Background: an optimization exercise with open tools, aiming at small area, a short achievable clock period and few clock cycles per item. Do not read the settings as production practice.
At most, simulation tests tie the RTL to the original design; equivalence was not proved.
Power is estimated from default activity; no workload was simulated.

## stripe_engine
module stripe_engine (
    input  wire         clk,
    input  wire         rst,
    input  wire         in_valid,
    output wire         in_ready,
    input  wire [127:0] in_data,
    input  wire [4:0]   in_col,
    input  wire         in_last,
    input  wire [4:0]   in_a,
    input  wire [4:0]   in_b,
    output wire         out_valid,
    input  wire         out_ready,
    output wire [127:0] out_a,
    output wire [127:0] out_b
);
Size in the first run: ~4,700 cells after synthesis, ~450 flip-flops, ~410 I/O pins, ~35,000 um^2 of cells after synthesis.
==> flow/config.mk <==
export PLATFORM = sky130hd
export DESIGN_NAME = stripe_engine
export DESIGN_NICKNAME = stripe_engine
export VERILOG_FILES = /design/flow/design.v
export SDC_FILE = /design/flow/constraint.sdc
export NUM_CORES = 4
export LEC_CHECK = 0
export ABC_AREA = 1
export CAP_MARGIN = 20
export CORE_MARGIN = 2
export CORE_UTILIZATION = 60
export SLEW_MARGIN = 20
==> flow/constraint.sdc <==
create_clock -name core_clock -period 20.0 [get_ports {clk}]
set_input_delay 4.0000 -clock core_clock [delete_from_list [all_inputs] [get_ports {clk}]]
set_output_delay 4.0000 -clock core_clock [all_outputs]
set_load 0.01 [all_outputs]
standard.sh (not shown) runs the stock make flow with config.mk's settings and CLKGATE_MAP_FILE= SYNTH_SCRIPT=/design/flow/synth_recipe.tcl, a recipe that flattens the netlist after the stock synthesis.
==> flow/flow/run.sh <==
#!/bin/bash
# Standard layout (the standard.sh: standard synthesis, floorplan, place,
# CTS, route, finish) with two changes:
#  - repair_timing keeps a setup margin (flow/margin.txt), so it works on
#    paths well inside the 20 ns period;
#  - the port buffers that buffer_ports inserts are a plain buffer cell
#    (flow/portbuf.txt) rather than the resizer's default pick.
set -euo pipefail
MARGIN=$(cat flow/margin.txt)
PORTBUF=$(cat flow/portbuf.txt)
bash standard.sh SETUP_SLACK_MARGIN="$MARGIN" BUFFER_PORTS_ARGS="-buffer_cell $PORTBUF" finish > flow_make.log 2>&1
==> flow/flow/margin.txt <==
14.7
==> flow/flow/portbuf.txt <==
sky130_fd_sc_hd__buf_2
The baseline went through all stages and came out clean.
Testbench counts at the start, summed over its fixed seeds: cycles 26,344, groups 2,400.
Then changed:
==> flow/flow/margin.txt (replaced) <==
15.0
--- a/flow/config.mk
+++ b/flow/config.mk
@@ -8 +7,0 @@
-export ABC_AREA = 1
@@ -11 +10 @@
-export CORE_UTILIZATION = 60
+export CORE_UTILIZATION = 70
After rerunning: Routed wire length rises by about a fifth. Clock-buffer cell count falls by 7. Via count rises by about a fifth. Setup slack improved by 0.22 ns. Design area rises by roughly a tenth. Combinational power rises by well over a third.
Then changed:
==> flow/flow/margin.txt (replaced) <==
14.8
--- a/flow/config.mk
+++ b/flow/config.mk
@@ -7,0 +8 @@
+export ABC_AREA = 1
@@ -10 +11 @@
-export CORE_UTILIZATION = 70
+export CORE_UTILIZATION = 60
Effect: Sequential power drops by about 9%; routed wire length drops by 16%; combinational power drops by 28%; total power drops by 21%; cell count drops by 1.3%; setup slack got worse by 0.087 ns; design area drops by 13%; hold slack got worse by 0.036 ns; register-to-register slack improved by 0.02 ns; synthesized cell count drops by 2.6%; utilization drops by 17 points.
Then changed:
==> flow/flow/margin.txt (replaced) <==
15.0
--- a/flow/config.mk
+++ b/flow/config.mk
@@ -8 +7,0 @@
-export ABC_AREA = 1
@@ -11 +10 @@
-export CORE_UTILIZATION = 60
+export CORE_UTILIZATION = 40
After rerunning: Routed wire length increases by 22%; maximum frequency increases by 1.2%; setup slack is better by 0.064 ns; worst hold slack is better by 0.039 ns; flip-flop and latch count is unchanged; clock skew barely changes; critical path depth stays the same; total power increases by 24%; combinational power increases by 30%.
Then changed:
==> flow/flow/margin.txt (replaced) <==
14.9
--- a/flow/config.mk
+++ b/flow/config.mk
@@ -7,0 +8 @@
+export ABC_AREA = 1
@@ -10 +11 @@
-export CORE_UTILIZATION = 40
+export CORE_UTILIZATION = 60
Final area falls by 12%.
Total power drops by 16%.
Flip-flop and latch count stays the same.
Global-route usage climbs by 9.5 points.
Non-clock buffer count drops by 169.
Critical path depth is unchanged.
Utilization increases by 21 points.
Clock skew is higher by 0.0049 ns.
Cell count went down by 9.4%.

---

stripe_engine again, from the RTL that the note above started with.
export LEC_CHECK = 0
export ABC_AREA = 1
export CAP_MARGIN = 20
export CORE_MARGIN = 2
export CORE_UTILIZATION = 70
export CTS_CLUSTER_DIAMETER = 60
export CTS_CLUSTER_SIZE = 25
export SLEW_MARGIN = 20
create_clock -name core_clock -period 20.0 [get_ports {clk}]
==> flow/flow/margin.txt <==
14.8
Scripts as last shown in full above: flow/flow/run.sh, flow/flow/portbuf.txt
Testbench counts at the start, summed over its fixed seeds: cycles 26,344, groups 2,400.
Then changed:
==> flow/flow/margin.txt (replaced) <==
15.0
--- a/flow/config.mk
+++ b/flow/config.mk
@@ -10,5 +10,3 @@
 export CORE_MARGIN = 2
-export CORE_UTILIZATION = 70
-export CTS_CLUSTER_DIAMETER = 60
-export CTS_CLUSTER_SIZE = 25
+export CORE_UTILIZATION = 60
 export SLEW_MARGIN = 20
Clock skew stays flat.
Final cell count rises by a few percent.
Worst setup slack is better by 65 ps.
Then changed:
--- a/flow/config.mk
+++ b/flow/config.mk
@@ -7,3 +7,2 @@
 export LEC_CHECK = 0
-export ABC_AREA = 1
 export CAP_MARGIN = 20
@@ -11,2 +10,4 @@
 export CORE_UTILIZATION = 60
+export CTS_CLUSTER_DIAMETER = 60
+export CTS_CLUSTER_SIZE = 25
 export SLEW_MARGIN = 20
Total power grows by 8.5%.
Final area grows by 6.3%.
Maximum frequency grows by 0.54%.
Clock-buffer cell count shrinks by 15.
Global-route usage shrinks by 1.2 points.
Cell count grows by 1.5%.
Wire length grows by 3.4%.
Register-to-register slack stays flat.
Then changed:
==> flow/flow/margin.txt (replaced) <==
14.6
--- a/flow/config.mk
+++ b/flow/config.mk
@@ -7,2 +7,3 @@
 export LEC_CHECK = 0
+export ABC_AREA = 1
 export CAP_MARGIN = 20
@@ -10,4 +11,2 @@
 export CORE_UTILIZATION = 60
-export CTS_CLUSTER_DIAMETER = 60
-export CTS_CLUSTER_SIZE = 25
 export SLEW_MARGIN = 20
After rerunning: Non-clock buffer count went down by 196. Clock skew went down by 8.9 ps. Power went down by 16%. Synthesized cell count went down by 2.6%. Via count went down by 12%. Die area went down by 6.8%. Synthesized area went down by 7.0%. Setup slack loses 240 ps. Sequential share of layout area went up by 2.4 points. Sequential power went down by about 8%. Routed wire length went down by 8.4%.
Then changed:
==> flow/flow/margin.txt (replaced) <==
15.0
--- a/flow/config.mk
+++ b/flow/config.mk
@@ -7,3 +7,2 @@
 export LEC_CHECK = 0
-export ABC_AREA = 1
 export CAP_MARGIN = 20
The changed run produced a clean layout. Global-route usage increases by 0.86 points. Count of clock-buffer cells in the layout goes up by 2. Design area is higher by about a fifth. Via count came out higher by about a fifth. Clock skew stays flat. Setup slack improves by 230 ps. Critical path depth drops by 7. Clock power decreases by a few percent.
Then changed:
==> flow/flow/margin.txt (replaced) <==
14.8
--- a/flow/config.mk
+++ b/flow/config.mk
@@ -7,5 +7,6 @@
 export LEC_CHECK = 0
+export ABC_AREA = 1
 export CAP_MARGIN = 20
 export CORE_MARGIN = 2
-export CORE_UTILIZATION = 60
+export CORE_UTILIZATION = 70
 export SLEW_MARGIN = 20
Synthesized cell count decreases by a few percent.
Cell area is lower by roughly a tenth.
Global-route usage rises by 4.8 points.
Non-clock buffer count shrinks by 195.
Flip-flop and latch count is unchanged.
Area after synthesis drops by a few percent.
Routed wire length shrinks by roughly a tenth.
Cell count falls by a few percent.
Worst setup slack gets worse by 77 ps.
Maximum frequency goes down slightly.
Register-to-register slack is better by 20 ps.

---

Starting RTL as in the previous note.
clock: 20.0 ns
lec_check: 0
abc_area: 1
cap_margin: 20
core_margin: 2
core_utilization: 60
slew_margin: 20
==> flow/flow/margin.txt <==
14.8
==> flow/flow/portbuf.txt <==
sky130_fd_sc_hd__buf_4
Scripts as last shown in full above: flow/flow/run.sh
The first run went through all stages and came out clean.
Testbench counts at the start, summed over its fixed seeds: cycles 26,344, groups 2,400.
Change:
==> flow/flow/margin.txt (replaced) <==
15.2
==> flow/flow/portbuf.txt (replaced) <==
sky130_fd_sc_hd__buf_2
After rerunning: Cell count grows by about 1.7%. Worst hold slack gains 0.0043 ns. Setup slack gains 0.073 ns. Critical path depth stays the same. Total power climbs by about 7%.

---

stripe_engine, a different RTL version from the one above (not shown whole).
Size: about 5000 cells after synthesis, about 440 flip-flops, ~410 I/O pins, roughly 0.038 mm² of cells after synthesis.
Settings: LEC_CHECK=0, CAP_MARGIN=20, CORE_MARGIN=2, CORE_UTILIZATION=40, SLEW_MARGIN=20; clock period 20.0 ns.
==> flow/flow/run.sh <==
#!/bin/bash
# Standard layout (the standard.sh: standard synthesis, floorplan, place,
# CTS, route, finish) with one change: repair_timing is asked to keep a
# setup margin, so it works on paths well inside the 20 ns period.
set -euo pipefail
MARGIN=$(cat flow/margin.txt)
bash standard.sh SETUP_SLACK_MARGIN="$MARGIN" finish > flow_make.log 2>&1
==> flow/flow/margin.txt <==
14.5
Rerun with:
Settings changed: ABC_AREA set to 1.
The new run ran to the end with no violations.
Register-to-register slack loses 30 ps.
Routed wire length grows by 3.7%.
Sequential share of layout area drops by 1.1 points.
Hold slack gains 4.2 ps.
Utilization came out higher by 0.45 points.
Global-route usage hardly moves.
Total power grows by 0.41%.
Cell count rose by 23%.
Worst setup slack degrades by 7.4 ps.
Via count rose by 14%.
No functional check of the RTL was part of any run of this note.

[port drivers added, routing unchanged]
In the flow no input, the clock included, has a driving cell. The finished layouts below were timed again as built, in two steps. Step 1: set_driving_cell puts a clkbuf_16 on clk and a buf_2 on each other input, an assumption about the parent block. Step 2, shift: input delay + t, output delay - t, t = (earliest + latest rising clock arrival at the registers) / 2. This alone moves slack from input paths to output paths. a / b / c = ideal ports / drivers / drivers and shift; a / b = the first two.
run	t, ns	setup slack, ns	slew at the worst register clock pin (ns)
the first run of note 1	0.679	14.659 / 14.693 / 14.015	0.07 / 0.07
the second run of note 1	0.671	14.877 / 14.810 / 14.425	0.07 / 0.07
the third run of note 1	0.659	14.790 / 14.725 / 14.364	0.07 / 0.07
the fourth run of note 1	0.719	14.854 / 14.777 / 14.423	0.06 / 0.06
the fifth run of note 1	0.678	14.876 / 14.810 / 14.423	0.07 / 0.07
the first run of note 2	0.655	14.809 / 14.746 / 14.353	0.09 / 0.09
the second run of note 2	0.671	14.874 / 14.807 / 14.450	0.07 / 0.07
the third run of note 2	0.661	14.902 / 14.837 / 14.381	0.09 / 0.09
the fourth run of note 2	0.679	14.659 / 14.693 / 14.015	0.07 / 0.07
the fifth run of note 2	0.681	14.887 / 14.821 / 14.471	0.07 / 0.07
the sixth run of note 2	0.669	14.810 / 14.746 / 14.307	0.07 / 0.07
the first run of note 3	0.677	14.810 / 14.742 / 14.399	0.07 / 0.07
the second run of note 3	0.681	14.883 / 14.815 / 14.663	0.07 / 0.07
the first run of note 4	0.716	14.523 / 14.453 / 14.237	0.07 / 0.07
the second run of note 4	0.742	14.516 / 14.435 / 14.202	0.07 / 0.07
After both steps every run listed still meets setup and hold.
